From an optimization exercise on the open Yosys and OpenROAD flow, aimed at small area and a short achievable clock period; shortcuts taken in it are not production practice.
At most, simulation tests tie the RTL to the original design; equivalence was not proved.
Power and IR drop assume default switching activity.

Setup of juniper:
==> flow/design.v (excerpt) <==
module knaha_exec (
    input  wire        clk,
    input  wire        rst,         
    input  wire        mode_init,   
    input  wire [31:0] instr,       
    input  wire [15:0] ext_a,       
    input  wire [15:0] ext_b,       
    input  wire [15:0] dx,          
    input  wire [15:0] dy,          
    output wire        wa_en,       
    output wire [7:0]  wa_dst,
    output wire [15:0] wa_data,
    output wire        wb_en,       
    output wire [7:0]  wb_dst,
    output wire [15:0] wb_data,
    output wire        dmac_go,     
    output wire [3:0]  pred         
);
Settings: LEC_CHECK=0, ABC_CLOCK_PERIOD_IN_PS=6000, CAP_MARGIN=20, CORE_MARGIN=2, CORE_UTILIZATION=30, PLACE_DENSITY=0.5, SETUP_SLACK_MARGIN=4.5, SLEW_MARGIN=20; clock period 11.0 ns.
run.sh (not shown) runs the stock make flow with config.mk's settings and CLKGATE_MAP_FILE= SYNTH_SCRIPT=/design/flow/synth_recipe.tcl, a recipe that flattens the netlist after the stock synthesis.
#### Input delta (raven over juniper)
# juniper
export LEC_CHECK = 0
export ABC_CLOCK_PERIOD_IN_PS = 6000
export CAP_MARGIN = 20
export CORE_MARGIN = 2
export CORE_UTILIZATION = 30
export PLACE_DENSITY = 0.5
export SETUP_SLACK_MARGIN = 4.5
export SLEW_MARGIN = 20
create_clock -name core_clock -period 11.0 [get_ports {clk}]
# raven
export LEC_CHECK = 0
export CAP_MARGIN = 20
export CORE_MARGIN = 2
export CORE_UTILIZATION = 30
export PLACE_DENSITY = 0.5
export SLEW_MARGIN = 20
create_clock -name core_clock -period 11.0 [get_ports {clk}]
Results
- raven vs juniper — finished layout cell area dropped by more than 10%
- Number of diodes: raven lower than juniper
- Diff juniper -> raven | final wirelength | decrease of 10%
- raven vs juniper — wire length of the first global-routing pass dropped by a little under 10%
- Going from juniper to raven, the number of vias in the routed layout was found to have gone down by 3,555.
- Multi-input logic area down about 8% in raven wrt juniper
- End point of the critical path: alu_res[12] -> raven, alu_res[1] -> juniper
- The run showing the smaller clock network fraction of design power is juniper.
- Against juniper, raven reports a core utilization that is lower.
- In the reports for raven and juniper, the larger fmax belongs to juniper.
- Min worst slack at placement across raven and juniper: raven
Function was not checked in any run of this note: the RTL went through the layout flow alone.

* * *

knaha_exec, a different RTL version from the one above (not shown whole).
For scale: ~5500 cells after synthesis, ~460 flip-flops, about 150 I/O pins.
## knaha_exec
module knaha_exec (
    input  wire        clk,
    input  wire        rst,         
    input  wire        mode_init,   
    input  wire [31:0] instr,       
    input  wire [15:0] ext_a,       
    input  wire [15:0] ext_b,       
    input  wire [15:0] dx,          
    input  wire [15:0] dy,          
    output wire        wa_en,       
    output wire [7:0]  wa_dst,
    output wire [15:0] wa_data,
    output wire        wb_en,       
    output wire [7:0]  wb_dst,
    output wire [15:0] wb_data,
    output wire        dmac_go,     
    output wire [3:0]  pred         
);
    reg [15:0] gp [0:15];
    reg [15:0] alu_a;
    reg [3:0]  alu_op_r;     
    reg        alu_sub_r;
    reg [15:0] alu_x_r;
    reg [15:0] alu_y_r;
    reg [15:0] cmp_a;
    reg [1:0]  cmp_p;
    reg [15:0] mac_a;
    reg [2:0]  g;            
    reg        g3;           
    reg        mode;         
    reg        st_drop, st_ovf;
    wire [39:0] acc;
    wire        mac_ready;
    wire [15:0] alu_res;
    wire g3_eff = mode ? mac_ready : g3;
    wire [3:0] gv = {g3_eff, g};
    assign pred = gv;
    wire        paired = instr[31];
    wire        imm    = ~paired & instr[26];
    wire [7:0]  src_a = paired ? {2'b00, instr[28:23]} : instr[25:18];
    wire [7:0]  dst_a = paired ? {1'b0, instr[22:16]}
                               : (imm ? instr[9:2] : instr[17:10]);
    wire [5:0]  src_b = instr[13:8];
    wire [6:0]  dst_b = instr[7:1];
    reg ca;
    always @(*) begin
        case (instr[29:27])
            3'd0: ca = 1'b1;
            3'd1: ca = gv[0];
            3'd2: ca = gv[1];
            3'd3: ca = gv[2];
            3'd4: ca = gv[3];
            3'd5: ca = gv[0] & gv[1];
            3'd6: ca = gv[2] & gv[3];
            default: ca = gv[0] | gv[1];
        endcase
    end
    wire ga_long  = instr[30] ^ ca;
    wire ga_short = short_ok(instr[30:29], gv[1:0]);
    wire gb_short = short_ok(instr[15:14], gv[1:0]);
    function short_ok(input [1:0] c, input [1:0] p);
        case (c)
            2'd0: short_ok = 1'b1;
            2'd1: short_ok = p[0];
            2'd2: short_ok = p[1];
            default: short_ok = ~p[0];
        endcase
    endfunction
  ...
Settings: LEC_CHECK=0, ABC_AREA=1, CAP_MARGIN=20, CORE_MARGIN=2, CORE_UTILIZATION=50, PLACE_DENSITY=0.65, SETUP_SLACK_MARGIN=4.0, SLEW_MARGIN=20; clock period 11.0 ns.
Rerun with:
==> flow/flow/run.sh (new file) <==
#!/bin/bash
# The standard layout with a freer resizer: cells may change footprint, port
# buffers start as buf_2 and delay cells are not used. The synthesis is the
# standard one, run unchanged.
set -euo pipefail
DU="$(sed -n '/^export DONT_USE_CELLS += /,/^#/p' $FLOW_HOME/platforms/sky130hd/config.mk | grep -o 'sky130_fd_sc_hd__[a-z0-9_]*' | tr '\n' ' ')"
DU="$DU sky130_fd_sc_hd__clkdlybuf4s15_1 sky130_fd_sc_hd__clkdlybuf4s15_2 sky130_fd_sc_hd__clkdlybuf4s18_1 sky130_fd_sc_hd__clkdlybuf4s18_2 sky130_fd_sc_hd__clkdlybuf4s25_1 sky130_fd_sc_hd__clkdlybuf4s25_2 sky130_fd_sc_hd__clkdlybuf4s50_1 sky130_fd_sc_hd__clkdlybuf4s50_2 sky130_fd_sc_hd__dlygate4sd1_1 sky130_fd_sc_hd__dlygate4sd2_1 sky130_fd_sc_hd__dlygate4sd3_1 sky130_fd_sc_hd__dlymetal6s2s_1 sky130_fd_sc_hd__dlymetal6s4s_1 sky130_fd_sc_hd__dlymetal6s6s_1"
echo "DONT_USE_CELLS=$DU" > dont_use.log
bash standard.sh synth > synth_run.log 2>&1
bash standard.sh MATCH_CELL_FOOTPRINT=0 "DONT_USE_CELLS=$DU" \
    "BUFFER_PORTS_ARGS=-buffer_cell sky130_fd_sc_hd__buf_2" finish > finish_run.log 2>&1
==> flow/standard.sh (new file) <==
#!/bin/bash
# synth_recipe.tcl (not shown) runs the flow's synth.tcl, then flattens the netlist and writes it again
# the make line also repeats each setting of config.mk as NAME=value (left out here)
make -C /OpenROAD-flow-scripts/flow DESIGN_CONFIG=/design/flow/config.mk WORK_HOME=/design/flow/orfs CLKGATE_MAP_FILE= SYNTH_SCRIPT=/design/flow/synth_recipe.tcl "${@:-finish}"
removed: flow/run.sh
After rerunning: Worst hold slack gains 0.064 ns. Clock power is about the same. Worst setup slack hardly moves. Power shrinks by 4.2%. Non-clock buffer count decreases by 18. Sequential power barely changes. Wire length decreases by 0.57%. Via count fell by about 0.5%. Utilization fell by 3.2 points. Design area falls by about 5%. Cell count barely changes.

[separate check: timing with driven ports]
In the flow no input, the clock included, has a driving cell. The finished layouts below were timed again as built, in two steps.
Step 1, drivers: a clkbuf_16 drives clk and a buf_2 each remaining input, both assumed.
Step 2 adds t to the input delays and takes it off the output delays; t is the mean of the earliest and latest rising clock arrival at the registers after step 1. Input paths then give back, and output paths get back, about the clock's delay inside the block.
Three values: ideal, step 1, step 2; two values: the first two.
| run | t (ns) | slack for setup (ns) | worst hold slack (ns) | slew at the worst register clock pin (ns) | worst data-port slew with drivers (ns) |
|---|---|---|---|---|---|
| juniper | 0.797 | 3.233 / 3.133 / 2.335 | 0.326 / 0.326 / 0.326 | 0.07 / 0.07 | 0.32 |
| raven | 0.764 | 0.888 / 0.945 / 0.181 | 0.327 / 0.327 / 0.327 | 0.07 / 0.07 | 0.21 |
| the first run of note 2 | 0.725 | 3.787 / 3.748 / 3.244 | 0.332 / 0.332 / 0.332 | 0.08 / 0.08 | 0.10 |
| the second run of note 2 | 0.719 | 3.790 / 3.766 / 3.180 | 0.397 / 0.397 / 0.397 | 0.08 / 0.08 | 0.11 |
After both steps every run listed still meets setup and hold. For juniper, which loses most, drivers alone change the setup slack by -0.100 ns; drivers and shift together by -0.898 ns.
